Source: an optimization exercise on an open RTL-to-GDS flow (aim: small area, a short achievable clock period and few clock cycles per item). Production flows keep margins and buffers that such runs may drop. RTL that was checked went through simulation tests only; none was proved equivalent to the original. No activity file was given, so power comes from the tool's default toggle rates.

Setup of run A:
// flow_hash
module flow_hash (
    input  wire         clk,
    input  wire         rst,         
    input  wire         in_valid,
    output wire         in_ready,
    input  wire [1:0]   in_op,       
    input  wire [3:0]   in_len,      
    input  wire         in_frag,     
    input  wire [31:0]  in_seed,
    input  wire [511:0] in_words,    
    output wire         out_valid,
    input  wire         out_ready,
    output wire [31:0]  out_hash
);
Size: roughly 2800 cells after synthesis, about 110 flip-flops.
export LEC_CHECK = 0
export CAP_MARGIN = 0
export CORE_MARGIN = 2
export CORE_UTILIZATION = 35
export SETUP_SLACK_MARGIN = 3.5
export SLEW_MARGIN = 0
export TNS_END_PERCENT = 100
create_clock -name core_clock -period 8.0 [get_ports {clk}]
standard.sh (not shown) runs the stock make flow with config.mk's settings and CLKGATE_MAP_FILE= SYNTH_SCRIPT=/design/flow/synth_recipe.tcl, a recipe that flattens the netlist after the stock synthesis.
==> flow/flow/run.sh <==
#!/bin/bash
# Own layout flow: the standard layout (standard.sh: ORFS synthesis to
# final layout, unchanged), except that the port buffers that global
# placement inserts on every input and output are the platform's smallest
# plain buffer (buf_1) instead of the clkdlybuf4s50_1 delay cell that
# buffer_ports picks by default.  Repair may still resize them.
set -euo pipefail
export BUFFER_PORTS_ARGS="-buffer_cell sky130_fd_sc_hd__buf_1"
bash standard.sh finish > standard_flow.log 2>&1
Testbench counts of run A, summed over its fixed seeds: cycles 9,624, items 9,600.
Input changes introduced in run B (baseline for comparison: run A):
-- flow/config.mk --
<<< run A, line 9
export CORE_MARGIN = 2
export CORE_UTILIZATION = 35
export SETUP_SLACK_MARGIN = 3.5
export SLEW_MARGIN = 0
export TNS_END_PERCENT = 100
>>> run B, line 9
export CORE_MARGIN = 2
export CORE_UTILIZATION = 40
export SETUP_SLACK_MARGIN = 3.7
export SLEW_MARGIN = 0
export TNS_END_PERCENT = 30
--- outcome ---
- Run B: done, clean on timing, DRC and antenna
- | fraction of layout cells with a size suffix above 1 | run B vs run A | 0.91 points higher |
- The run showing the greater first-pass GRT wire length is run B.
- Higher placement-stage cell area among run A and run B: run A
- Compared with run A, in run B height of the die decreased 6.4%; number of search-and-repair iterations in the first detailed-routing pass saw a decrease; relative slew slack increased 11 points.
- Comparing run B with run A, the via total after detailed routing came out essentially unchanged.

---

Setup of run E:
Starting RTL as in the previous note.
==> flow/config.mk <==
export PLATFORM = sky130hd
export DESIGN_NAME = flow_hash
export DESIGN_NICKNAME = flow_hash
export VERILOG_FILES = /design/flow/design.v
export SDC_FILE = /design/flow/constraint.sdc
export NUM_CORES = 4
export LEC_CHECK = 0
export CAP_MARGIN = 0
export CORE_MARGIN = 2
export CORE_UTILIZATION = 45
export SETUP_SLACK_MARGIN = 3.5
export SLEW_MARGIN = 0
export TNS_END_PERCENT = 100
==> flow/constraint.sdc <==
create_clock -name core_clock -period 8.0 [get_ports {clk}]
set_input_delay 1.6000 -clock core_clock [delete_from_list [all_inputs] [get_ports {clk}]]
set_output_delay 1.6000 -clock core_clock [all_outputs]
set_load 0.01 [all_outputs]
Scripts as last shown in full above: flow/flow/run.sh
Run E completed; timing, DRC and antenna clean
Testbench counts of run E, summed over its fixed seeds: cycles 9,624, items 9,600.
[inputs] run C vs run E
--- a/flow/config.mk
+++ b/flow/config.mk
@@ -9,4 +9,4 @@
 export CORE_MARGIN = 2
-export CORE_UTILIZATION = 45
-export SETUP_SLACK_MARGIN = 3.5
+export CORE_UTILIZATION = 40
+export SETUP_SLACK_MARGIN = 3.4
 export SLEW_MARGIN = 0
==> comparison <==
Relative to run E, flip-flop and latch share of the layout cell area has gone up in run C.
Against run E, maximum frequency in run C came out better.
Run C vs run E, critical path capture point: g1[10] vs g1[13]
Taking run E as the reference, in run C fraction of area in clock buffers and inverters closely matched the old numbers; final worst slack now sits higher.
Compared with run E, in run C initial antenna violation count went up; routed wire length went down.
Run C: number of tap instances 82 above run E
Comparing run E and run C, the higher routability congestion estimate was measured on run E.
Run C: final design utilization is 6.9 points lower than what run E reported.
Run C | status: complete | timing, DRC, antenna: pass

---

Another version of the RTL of flow_hash (not shown whole).
Size in the first run: about 3,000 cells after synthesis, ~110 flip-flops, ~590 I/O pins.
export LEC_CHECK = 0
export CAP_MARGIN = 20
export CORE_MARGIN = 2
export CORE_UTILIZATION = 40
export SETUP_SLACK_MARGIN = 3.6
export SLEW_MARGIN = 20
export TNS_END_PERCENT = 20
create_clock -name core_clock -period 8.0 [get_ports {clk}]
Scripts as last shown in full above: flow/flow/run.sh
Then changed:
--- a/flow/config.mk
+++ b/flow/config.mk
@@ -9,3 +9,3 @@
 export CORE_MARGIN = 2
-export CORE_UTILIZATION = 40
+export CORE_UTILIZATION = 55
 export SETUP_SLACK_MARGIN = 3.6
=> Via count is higher by roughly a tenth; fmax is lower by a few percent; first-iteration DRC count is higher by well over a third; total power is higher by roughly a tenth; flip-flop and latch count stays the same; setup slack degrades by 0.28 ns; routed wire length stays flat; hold slack degrades by 0.0097 ns.
Then changed:
--- a/flow/config.mk
+++ b/flow/config.mk
@@ -7,7 +7,7 @@
 export LEC_CHECK = 0
-export CAP_MARGIN = 20
+export CAP_MARGIN = 0
 export CORE_MARGIN = 2
-export CORE_UTILIZATION = 55
+export CORE_UTILIZATION = 40
 export SETUP_SLACK_MARGIN = 3.6
-export SLEW_MARGIN = 20
+export SLEW_MARGIN = 0
 export TNS_END_PERCENT = 20
Effect: Final cell count increases by a few percent. Flip-flop and latch count does not change. Count of clock-buffer cells in the layout rose by 1.
Then changed:
--- a/flow/config.mk
+++ b/flow/config.mk
@@ -7,7 +7,7 @@
 export LEC_CHECK = 0
-export CAP_MARGIN = 0
+export CAP_MARGIN = 20
 export CORE_MARGIN = 2
 export CORE_UTILIZATION = 40
-export SETUP_SLACK_MARGIN = 3.6
-export SLEW_MARGIN = 0
-export TNS_END_PERCENT = 20
+export SETUP_SLACK_MARGIN = 4.0
+export SLEW_MARGIN = 20
+export TNS_END_PERCENT = 0
After rerunning:
- The changed run passed the timing, DRC and antenna checks
- area after synthesis is unchanged
- sequential share of layout area rose by 0.16 points
- hold slack is worse by 0.015 ns
- via count goes down by about 0.9%
- synthesized cell count does not change
- global-route usage went down by 0.56 points
No run of this note included a check of the RTL's function; only the layout flow was run.

---

== run 1 ==
RTL: one of the versions met above, not the one the previous note started from.
Size: ~2,800 cells after synthesis, about 110 flip-flops, about 590 I/O pins, ~22,000 um^2 of cells after synthesis.
## flow_hash
module flow_hash (
    input  wire         clk,
    input  wire         rst,         
    input  wire         in_valid,
    output wire         in_ready,
    input  wire [1:0]   in_op,       
    input  wire [3:0]   in_len,      
    input  wire         in_frag,     
    input  wire [31:0]  in_seed,
    input  wire [511:0] in_words,    
    output wire         out_valid,
    input  wire         out_ready,
    output wire [31:0]  out_hash
);
Settings: LEC_CHECK=0, CAP_MARGIN=0, CORE_MARGIN=2, CORE_UTILIZATION=40, GPL_ROUTABILITY_DRIVEN=0, SETUP_SLACK_MARGIN=3.4, SLEW_MARGIN=0, TNS_END_PERCENT=100; clock period 8.0 ns.
Scripts as last shown in full above: flow/flow/run.sh
Run 1 ran to completion and came out clean on the timing, DRC and antenna checks.
Testbench counts of run 1, summed over its fixed seeds: cycles 9,624, items 9,600.
#### Input delta (run 2 over run 1)
- changing SETUP_SLACK_MARGIN from 3.4 to 3.3
- removing GPL_ROUTABILITY_DRIVEN (formerly 0)
[summary]
Looking at cell type of the slowest stage on the worst timing path, the sky130_fd_sc_hd__or4_1 result is from run 2; the sky130_fd_sc_hd__a22oi_1 one comes from run 1.
Power: run 2 vs run 1 down about 1%
Fraction of area in multi-input gates: run 2 vs run 1 — no meaningful difference
NOTE cell-internal power run 1->run 2 decreased slightly
Run 1 and run 2 ended up with nearly the same power drawn by the sequential cells.
Run 2 vs run 1: number of gates resized after cts up by more than 10%
In terms of cell count, run 2 and run 1 differ only marginally.
Compare run 1 and run 2 | leakage dissipation lower: run 2
The count of plain and timing-repair buffers in the layout was comparable across run 1 and run 2.
Changes in run 3 relative to run 2:
- SETUP_SLACK_MARGIN changed from 3.3 to 3.5
Results
Run 2 ended up with in_words[74] as its launching element of the worst setup path; run 3 ended up with in_words[255]. On share of power burned in registers, run 3 and run 2 are basically level. Run 3 | stages: all done | timing, DRC, antenna: all pass. Compared with run 2, in run 3 antenna diode instance count +2, met3 capacity usage during global routing +0.38 points, transition at the pin with the smallest max-transition slack +110 ps. Against run 2, run 3 comes in about 2% lower on average wire per standard cell. CTS buffer count came out exactly the same in run 3 and run 2. Between run 3 and run 2, maximum frequency is lower for run 2, run 3 comes in above that. [diff] routed wire length, run 3 relative to run 2: improvement. | met2 global-route usage | run 3 vs run 2 | 0.81 points lower |. Status: sequential power parity (run 3, run 2).
The following lists how run 4 was set up differently from run 3:
- GPL_ROUTABILITY_DRIVEN: unset -> 0
- SETUP_SLACK_MARGIN: 3.5 -> 3.3
## What came out
Run 4 | stages: all done | timing, DRC, antenna: all pass. Run 3 went all the way through synthesis, placement and routing and the layout is clean on timing, DRC and antenna. Run 4 gives less pre-CTS worst setup slack than run 3 did. Summary of the comparison: buffer share of cell area is lower in run 4, relative to run 3. Summary of run 4 over run 3: internal power component lower; final period demand of the worst path higher; sequential portion of the cell area higher.
Edits applied to the flow inputs when going from run 4 to run 5:
- clearing GPL_ROUTABILITY_DRIVEN, which used to be 0
- swapping 3.3 for 3.7 in SETUP_SLACK_MARGIN
Notes after the runs:
The number of cells on the worst reg-to-reg path in run 5 sits 1 above the value recorded for run 4.
The all-layer global routing usage in run 5 was higher than what run 4 gave.
Relative to run 4, run 5 improves number of DRC markers in iteration 0.
Post-route setup TNS came out exactly the same in run 4 and run 5.
For the met1 capacity usage during global routing, run 5 came in 2.3 points higher than run 4 did.

---

== lane 1 ==
Another version of the RTL of flow_hash (not shown whole).
Size: ~2800 cells after synthesis, about 110 flip-flops, ~22000 µm² of cells after synthesis.
Settings: LEC_CHECK=0, CAP_MARGIN=0, CORE_MARGIN=2, CORE_UTILIZATION=45, SETUP_SLACK_MARGIN=3.4, SLEW_MARGIN=0, TNS_END_PERCENT=30; clock period 8.0 ns.
Scripts as last shown in full above: flow/flow/run.sh
Testbench counts of lane 1, summed over its fixed seeds: cycles 9,624, items 9,600.
The inputs of lane 2 differ from those of lane 1 as listed below.
# lane 1
export LEC_CHECK = 0
export CAP_MARGIN = 0
export CORE_MARGIN = 2
export CORE_UTILIZATION = 45
export SETUP_SLACK_MARGIN = 3.4
export SLEW_MARGIN = 0
export TNS_END_PERCENT = 30
create_clock -name core_clock -period 8.0 [get_ports {clk}]
# lane 2
export LEC_CHECK = 0
export CAP_MARGIN = 0
export CORE_MARGIN = 2
export CORE_UTILIZATION = 40
export SETUP_SLACK_MARGIN = 3.8
export SLEW_MARGIN = 0
export TNS_END_PERCENT = 10
create_clock -name core_clock -period 8.0 [get_ports {clk}]
Results
Compared with lane 1, lane 2 shows a detailed-route vias per instance that is 6.1% lower. Higher cell area was reported by lane 1, not lane 2. The worst setup slack for register-to-register paths number comes out higher for lane 1 vs lane 2. Of lane 2 and lane 1, the run reporting the higher routed wire length was lane 1. Fraction of layout instances using a drive strength above 1 for lane 2: 1.3 points down relative to lane 1. In the tables for lane 2 and lane 1, end-of-flow core utilization reads lower with lane 2.
Input-level comparison between lane 3 and lane 2:
# lane 2
export LEC_CHECK = 0
export CAP_MARGIN = 0
export CORE_MARGIN = 2
export CORE_UTILIZATION = 40
export SETUP_SLACK_MARGIN = 3.8
export SLEW_MARGIN = 0
export TNS_END_PERCENT = 10
create_clock -name core_clock -period 8.0 [get_ports {clk}]
# lane 3
export LEC_CHECK = 0
export CAP_MARGIN = 0
export CORE_MARGIN = 2
export CORE_UTILIZATION = 40
export SETUP_SLACK_MARGIN = 3.6
export SLEW_MARGIN = 0
export TNS_END_PERCENT = 20
create_clock -name core_clock -period 8.0 [get_ports {clk}]
### Flow results
Lane 3 reports a higher first-pass iteration count of the detailed router than lane 2 does.
Summary: with lane 2 as the reference, design area in lane 3 moved up slightly.
Summary of lane 3 over lane 2: final critical-path share of the clock period now smaller; worst setup slack increased by 0.029 ns relative to the old numbers; post-layout minimum cycle time -0.029 ns; leakage power figure now larger.
[lane 3 vs lane 2] vias per cell: higher in lane 3
On largest fanout on the critical path, the lower figure sits with lane 3, not lane 2.

---

Another version of the RTL of flow_hash (not shown whole).
Size: about 2800 cells after synthesis, ~100 flip-flops, ~590 I/O pins, about 23000 sq um of cells after synthesis.
Settings: LEC_CHECK=0, CAP_MARGIN=0, CORE_MARGIN=2, CORE_UTILIZATION=40, SETUP_SLACK_MARGIN=3.6, SLEW_MARGIN=0, TNS_END_PERCENT=20; clock period 8.0 ns.
Scripts as last shown in full above: flow/flow/run.sh
Testbench counts at the start, summed over its fixed seeds: cycles 9,624, items 9,600.
==> next run, changes <==
- CAP_MARGIN: 0 -> 20
- SETUP_SLACK_MARGIN: 3.6 -> 4.0
- SLEW_MARGIN: 0 -> 20
- TNS_END_PERCENT: 20 -> 0
=> The changed run completed without violations; wire length shrinks slightly; count of clock-buffer cells in the layout grows by 3; cell area shrinks slightly; cell count barely changes; worst setup slack degrades by 0.083 ns; flip-flop and latch count is unchanged; power shrinks by a few percent; sequential share of layout area grows by 0.18 points; critical path depth shrinks by 7; area after synthesis stays the same; core utilization shrinks by 0.77 points.
==> next run, changes <==
- SETUP_SLACK_MARGIN: 4.0 -> 3.6
- TNS_END_PERCENT: 0 -> 20
Outcome:
- clock power increases by about 3%
- final cell count is about the same
- wire length went up by 0.67%
- design area rises by 1.6%
- global-route usage fell by 0.18 points
- total power goes up by 2.1%
- setup slack is better by 0.083 ns

---

flow_hash with an RTL version that a note above also has.
Size in the first run: roughly 2,800 cells after synthesis, roughly 110 flip-flops, ~22,000 um^2 of cells after synthesis.
export LEC_CHECK = 0
export CAP_MARGIN = 0
export CORE_MARGIN = 2
export CORE_UTILIZATION = 40
export GPL_ROUTABILITY_DRIVEN = 0
export SETUP_SLACK_MARGIN = 3.5
export SLEW_MARGIN = 0
export TNS_END_PERCENT = 100
create_clock -name core_clock -period 8.0 [get_ports {clk}]
Scripts as last shown in full above: flow/flow/run.sh
The first run passed the timing, DRC and antenna checks.
Testbench counts at the start, summed over its fixed seeds: cycles 9,624, items 9,600.
Change:
- SETUP_SLACK_MARGIN: 3.5 -> 3.6
After rerunning: The new run produced a clean layout. Clock power drops by about 3%. Clock skew stays flat. Routed wire length went up by 4.2%. Die area stays the same. Sequential cell count stays the same. Clock-buffer cell count does not change. Design area goes up by 4.6%.
Change:
- CELL_PAD_IN_SITES_DETAIL_PLACEMENT: default -> 0
- CELL_PAD_IN_SITES_GLOBAL_PLACEMENT: default -> 0
- GPL_ROUTABILITY_DRIVEN: 0 -> default
- SETUP_SLACK_MARGIN: 3.6 -> 3.5
After rerunning: Setup slack improved by 0.13 ns. Clock power barely changes. Design area decreases by 1.9%. Wire length increases by 0.98%. Register-to-register slack is about the same.
Change:
- CELL_PAD_IN_SITES_DETAIL_PLACEMENT: 0 -> default
- CELL_PAD_IN_SITES_GLOBAL_PLACEMENT: 0 -> default
- SETUP_SLACK_MARGIN: 3.5 -> 3.8
- TNS_END_PERCENT: 100 -> 10
The new run finished with timing, DRC and antenna clean.
Non-clock buffer count rises by 27.
Setup slack gains 0.033 ns.
Critical path depth falls by 3.
Global-route usage rises by 1.8 points.

---

Another version of the RTL of flow_hash (not shown whole).
Size in the first run: ~3,200 cells after synthesis, roughly 100 flip-flops, roughly 0.025 mm2 of cells after synthesis.
clock: 8.0 ns
lec_check: 0
cap_margin: 20
core_margin: 2
core_utilization: 40
slew_margin: 20
Scripts as last shown in full above: flow/flow/run.sh
The first run passed the timing, DRC and antenna checks.
Change:
Settings changed: CORE_UTILIZATION 40 to 55, SETUP_SLACK_MARGIN set to 3.6, TNS_END_PERCENT set to 100.
Setup slack gains 0.82 ns.
Routed wire length increases by 22%.
First-iteration DRC count increases by 120%.
Fmax increases by 16%.
Power increases by 19%.
Change:
Settings changed: CORE_UTILIZATION 55 to 40, SETUP_SLACK_MARGIN 3.6 to 4.0, TNS_END_PERCENT 100 to 0.
Effect: Sequential share of layout area rose by 0.75 points; clock-buffer cell count fell by 1; clock power rose by about 7%; routed wire length fell by about 17%; cell area fell by about 7%; worst setup slack improved by 0.34 ns; die area rose by about 37%; sequential power fell by about 5%; combinational power fell by 14%; global-route usage fell by 18 points; flip-flop and latch count is unchanged.
Change:
Settings changed: TNS_END_PERCENT 0 to 100.
Total power rose by 18%.
Area after synthesis stays the same.
Sequential cell count stays the same.
Non-clock buffer count goes up by 112.
Function was not checked in any run of this note: the RTL went through the layout flow alone.

-- afterwards: timing with drivers on the ports --
How much do the figures lean on ideal ports? The routed layouts below were timed once more, with nothing changed but the port constraints.
Step 1: set_driving_cell puts a clkbuf_16 on clk and a buf_2 on each other input, an assumption about the parent block.
Step 2 adds t to the input delays and takes it off the output delays; t is the mean of the earliest and latest rising clock arrival at the registers after step 1. Input paths then give back, and output paths get back, about the clock's delay inside the block.
Three values: ideal ports, drivers, drivers and shift; two values: the first two.
run | shift t [ns] | setup slack, ns | worst setup path after step 2 | worst slew at a driven data input, ns | pins driven straight from the clock port
run A | 0.431 | 3.445 / 3.250 / 2.819 | input to register | 0.25 | 1
run B | 0.437 | 3.425 / 3.183 / 2.746 | input to register | 0.39 | 1
run E | 0.421 | 3.359 / 3.190 / 2.768 | input to register | 0.31 | 1
run C | 0.418 | 3.386 / 3.269 / 2.851 | input to register | 0.19 | 1
the first run of note 3 | 0.445 | 3.452 / 3.452 / 3.036 | input to register | 0.16 | 1
the second run of note 3 | 0.451 | 3.169 / 3.169 / 2.953 | input to register | 0.16 | 1
the third run of note 3 | 0.454 | 3.470 / 3.476 / 3.022 | input to register | 0.16 | 1
the fourth run of note 3 | 0.447 | 3.407 / 3.433 / 2.986 | input to register | 0.17 | 1
run 1 | 0.415 | 3.324 / 3.208 / 2.793 | input to register | 0.28 | 1
run 2 | 0.416 | 3.268 / 3.171 / 2.755 | input to register | 0.23 | 1
run 3 | 0.424 | 3.452 / 3.285 / 2.861 | input to register | 0.34 | 1
run 4 | 0.407 | 3.158 / 3.173 / 2.765 | input to register | 0.22 | 1
run 5 | 0.422 | 3.458 / 3.263 / 2.840 | input to register | 0.24 | 1
lane 1 | 0.453 | 3.201 / 2.943 / 2.490 | input to register | 0.36 | 1
lane 2 | 0.415 | 3.159 / 2.978 / 2.563 | input to register | 0.27 | 1
lane 3 | 0.414 | 3.188 / 2.989 / 2.575 | input to register | 0.28 | 1
the first run of note 6 | 0.424 | 3.146 / 3.146 / 2.845 | input to register | 0.15 | 1
the second run of note 6 | 0.429 | 3.063 / 3.076 / 2.646 | input to register | 0.13 | 1
the third run of note 6 | 0.424 | 3.146 / 3.146 / 2.845 | input to register | 0.15 | 1
the first run of note 7 | 0.414 | 3.403 / 3.339 / 2.925 | input to register | 0.21 | 1
the second run of note 7 | 0.422 | 3.322 / 3.275 / 2.853 | input to register | 0.16 | 1
the third run of note 7 | 0.424 | 3.452 / 3.285 / 2.861 | input to register | 0.34 | 1
the fourth run of note 7 | 0.437 | 3.485 / 3.162 / 2.725 | input to register | 0.42 | 1
the first run of note 8 | 0.431 | 2.111 / 2.111 / 1.821 | input to register | 0.12 | 1
the second run of note 8 | 0.420 | 2.927 / 2.927 / 2.609 | input to register | 0.45 | 1
the third run of note 8 | 0.435 | 3.271 / 3.301 / 2.866 | input to register | 0.12 | 1
the fourth run of note 8 | 0.421 | 3.316 / 3.219 / 2.798 | input to register | 0.19 | 1
After both steps setup and hold are still met in every run listed. The setup slack of the fourth run of note 7, which loses most, moves by -0.323 ns with the drivers and by -0.760 ns with both steps.
